From an optimization exercise on the open Yosys and OpenROAD flow, aimed at small area, a short achievable clock period and few clock cycles per item; shortcuts taken in it are not production practice. At most, simulation tests tie the RTL to the original design; equivalence was not proved. Power and IR drop assume default switching activity.

## rev 12
// mx_quant
module mx_quant (
    input  wire        clk,
    input  wire        rst,         
    input  wire        in_valid,
    output wire        in_ready,
    input  wire [31:0] in_data,
    input  wire [1:0]  in_src,      
    input  wire [3:0]  in_dst,      
    output wire        out_valid,
    input  wire        out_ready,
    output wire [7:0]  out_code,
    output wire [7:0]  out_x,
    output wire [9:0]  out_qmax,
    output wire        out_last
);
Size in the first run: ~2000 cells after synthesis, about 720 flip-flops, ~71 I/O pins.
Settings: LEC_CHECK=0, ABC_AREA=1, CAP_MARGIN=0, CORE_MARGIN=2, CORE_UTILIZATION=55, CTS_CLUSTER_DIAMETER=100, CTS_CLUSTER_SIZE=30, SLEW_MARGIN=0; clock period 22.0 ns.
standard.sh (not shown) runs the stock make flow with config.mk's settings and CLKGATE_MAP_FILE= SYNTH_SCRIPT=/design/flow/synth_recipe.tcl, a recipe that flattens the netlist after the stock synthesis.
==> flow/flow/run.sh <==
#!/bin/bash
# The standard ORFS layout, asked to repair timing with extra setup margin and
# with faster buffers on the ports.
set -euo pipefail
bash standard.sh SETUP_SLACK_MARGIN=16.5 "BUFFER_PORTS_ARGS=-buffer_cell sky130_fd_sc_hd__buf_2" finish > standard.log 2>&1
diff inputs: rev 12 => rev 13
--- a/flow/design.v
+++ b/flow/design.v
@@ -36,24 +36,37 @@
     reg         c1_v, s_v, o_v;
     wire        first_in = (in_idx == 5'd0);
     wire [1:0]  dst_cls  = (in_dst == 4'd3) ? C_E4 :
                            (in_dst == 4'd4) ? C_E5 :
                            (in_dst == 4'd9) ? C_U8 : C_I8;
     wire in_fire = in_valid & in_rdy;
     wire        ir_first = (in_idx == 5'd1);
     wire        ir_last  = (in_idx == 5'd0);
     wire        ir_f     = (src_in == 2'd0);
     wire        ir_b     = (src_in == 2'd1);
     wire        ir_h     = (src_in == 2'd2);
     wire [1:0]  ir_cls   = cls_in;
+    function automatic [4:0] lzc24(input [23:0] x);
+        integer i;
+        reg found;
+        begin
+            lzc24 = 5'd0;
+            found = 1'b0;
+            for (i = 23; i >= 0; i = i - 1)
+                if (!found && x[i]) begin
+                    lzc24 = 5'd23 - i[4:0];
+                    found = 1'b1;
+                end
+        end
+    endfunction
     function automatic [4:0] lzc23(input [22:0] x);
         integer i;
         reg found;
         begin
             lzc23 = 5'd0;
             found = 1'b0;
             for (i = 22; i >= 0; i = i - 1)
                 if (!found && x[i]) begin
                     lzc23 = 5'd22 - i[4:0];
                     found = 1'b1;
                 end
         end
@@ -208,39 +221,41 @@
     wire [8:0]  dn_pc  = (dn_p < {4'd0, dn_k2}) ? {4'd0, dn_k2} : dn_p;
     wire signed [10:0] t = $signed({2'b00, dn_pc}) - $signed({2'b00, pt_e9});
     wire [3:0]  dmin   = (dn_cls == C_E4) ? 4'd5 : (dn_cls == C_E5) ? 4'd6 : 4'd0;
     wire signed [10:0] dmin_s = $signed({7'd0, dmin});
     wire [3:0]  dsh    = (t > 11'sd10) ? 4'd10 : ((t < dmin_s) ? dmin : t[3:0]);
     wire signed [10:0] ex_s = dmin_s - t;
     wire [4:0]  pt_ex  = (t < dmin_s) ? ex_s[4:0] : 5'd0;
     wire [17:0] pt_sh  = {pt_sig, 9'd0} >> dsh;
     wire [8:0]  pt_r   = pt_sh[17:9];
     wire        pt_g   = pt_sh[8];
     wire        pt_st  = (|pt_sh[7:0]) | pt[0];
     reg  [8:0]  c1_r;
-    reg         c1_inc, c1_s, c1_kill, c1_first, c1_last;
+    reg         c1_g, c1_st, c1_s, c1_kill, c1_first, c1_last;
     reg  [4:0]  c1_ex;
     reg  [1:0]  c1_cls;
     always @(posedge clk) begin
         if (rd) begin
             c1_r     <= pt_r;
-            c1_inc   <= pt_g & (pt_st | pt_r[0]);    
+            c1_g     <= pt_g;
+            c1_st    <= pt_st;
             c1_s     <= pt_s;
             c1_ex    <= pt_ex;
             c1_cls   <= dn_cls;
             c1_kill  <= dn_nf | !dn_nz;
             c1_first <= (hd_idx == 5'd0);
             c1_last  <= (hd_idx == 5'd31);
         end
     end
+    wire        c1_inc = c1_g & (c1_st | c1_r[0]);
     wire [8:0]  c1_rr  = c1_r + {8'd0, c1_inc};
     wire [7:0]  e4m    = {c1_ex[3:0], 3'd0} + {3'd0, c1_rr[4:0]};
     wire [7:0]  e5m    = {c1_ex, 2'd0} + {3'd0, c1_rr[4:0]};
     wire [6:0]  e4s    = (e4m > 8'd126) ? 7'd126 : e4m[6:0];
     wire [6:0]  e5s    = (e5m > 8'd123) ? 7'd123 : e5m[6:0];
     wire [6:0]  i8m    = (c1_rr > 9'd127) ? 7'd127 : c1_rr[6:0];
     wire [7:0]  i8c    = c1_s ? (8'd0 - {1'b0, i8m}) : {1'b0, i8m};
     wire [7:0]  u8c    = c1_rr[8] ? 8'd255 : c1_rr[7:0];
     reg  [7:0]  c1_code;
     always @(*) begin
         case (c1_cls)
             C_E4:    c1_code = {c1_s, e4s};
- No stage failed in rev 13, and the final checks on the layout all came back clean.
- Against rev 12, floorplan die area in rev 13 fell slightly.
- Rev 13 ends up with higher total routed wire length on the met1 layer than rev 12 does.
- Going from rev 12 to rev 13, critical path depth roughly the same, count of mapped cells out of synthesis lower.
- In rev 13 the placer congestion estimate turned out 0.99% lower than in rev 12.
Function was not checked in any run of this note: the RTL went through the layout flow alone.

---

Another version of the RTL of mx_quant (not shown whole).
For scale: roughly 2,000 cells after synthesis, roughly 720 flip-flops, about 71 I/O pins, about 0.023 mm² of cells after synthesis.
clock: 22.0 ns
lec_check: 0
abc_area: 1
cap_margin: 0
core_margin: 2
core_utilization: 55
cts_cluster_diameter: 100
cts_cluster_size: 30
slew_margin: 0
Scripts as last shown in full above: flow/flow/run.sh
Testbench counts at the start, summed over its fixed seeds: cycles 6,424, blocks 192.
Then changed:
--- a/flow/design.v
+++ b/flow/design.v
@@ -85,27 +85,18 @@
     wire        dc_m0   = (ir_f & f_m0) | (ir_b & b_m0) | (ir_h & h_m0);
     wire        dc_nf   = (ir_f & (ir_d[30:23] == 8'hff)) | (ir_b & (ir_d[14:7] == 8'hff)) |
                           (ir_h & (ir_d[14:10] == 5'h1f));
     wire        dc_zr   = dc_e0 & dc_m0;
     wire        dc_den  = dc_e0 & !dc_m0;
     wire [7:0]  h_en    = {3'd0, ir_d[14:10]} + 8'd112;
     wire [7:0]  dc_en   = ir_f ? ir_d[30:23] : ir_b ? ir_d[14:7] : h_en;    
     wire [23:0] dc_v    = {!dc_e0, dc_m};
-    wire        dc_z16  = (dc_v[23:8] == 16'd0);
-    wire [23:0] dc_n16  = dc_z16 ? {dc_v[7:0], 16'd0} : dc_v;
-    wire        dc_z8   = (dc_n16[23:16] == 8'd0);
-    wire [23:0] dc_n8   = dc_z8 ? {dc_n16[15:0], 8'd0} : dc_n16;
-    wire        dc_z4   = (dc_n8[23:20] == 4'd0);
-    wire [23:0] dc_n4   = dc_z4 ? {dc_n8[19:0], 4'd0} : dc_n8;
-    wire        dc_z2   = (dc_n4[23:22] == 2'd0);
-    wire [23:0] dc_n2   = dc_z2 ? {dc_n4[21:0], 2'd0} : dc_n4;
-    wire        dc_z1   = !dc_n2[23];
-    wire [23:0] dc_nv   = dc_z1 ? {dc_n2[22:0], 1'b0} : dc_n2;
-    wire [4:0]  dc_lz   = {dc_z16, dc_z8, dc_z4, dc_z2, dc_z1};
+    wire [4:0]  dc_lz   = lzc24(dc_v);
+    wire [23:0] dc_nv   = dc_v << dc_lz;
     wire [23:0] dc_pre;                         
     genvar gj;
     generate
         for (gj = 0; gj < 24; gj = gj + 1) begin : g_pre
             assign dc_pre[gj] = |dc_v[23:gj];
         end
     endgenerate
     wire [15:0] dc_st8  = dc_v[15:0] & dc_pre[23:8];
After rerunning: Critical path depth does not change. Synthesized cell count grows by 6.9%. Global-route usage came out higher by 1.2 points. Synthesized area grows by 1.9%. Wire length is higher by 9.9%. Power fell by about 1.2%. Via count went up by 8.6%. Clock-buffer cell count falls by 2.
Testbench counts after the change, summed over its fixed seeds: cycles 6,424, blocks 192.

[what the ideal ports hide]
The results above use ideal ports. As a check the final layouts listed here were re-extracted and re-timed, cells and wires unchanged.
Step 1, drivers: a clkbuf_16 drives clk and a buf_2 each remaining input, both assumed.
Step 2 adds t to the input delays and takes it off the output delays; t is the mean of the earliest and latest rising clock arrival at the registers after step 1. Input paths then give back, and output paths get back, about the clock's delay inside the block.
Three values: no drivers, after step 1, after step 2; two values: the first two.
run | t, ns | setup WS [ns] | clock arrival spread, ns | worst data-port slew with drivers (ns) | cell pins on the clock port's net
rev 12 | 0.649 | 16.418 / 16.364 / 16.302 | 0.023 / 0.024 | 0.09 | 1
rev 13 | 0.663 | 16.442 / 16.388 / 16.247 | 0.035 / 0.035 | 0.05 | 1
the first run of note 2 | 0.655 | 16.466 / 16.412 / 16.194 | 0.034 / 0.034 | 0.08 | 1
the second run of note 2 | 0.631 | 16.441 / 16.388 / 16.314 | 0.023 / 0.022 | 0.03 | 1
After both steps setup and hold are still met in every run listed. For the first run of note 2, which loses most, drivers alone change the setup slack by -0.054 ns; drivers and shift together by -0.272 ns.
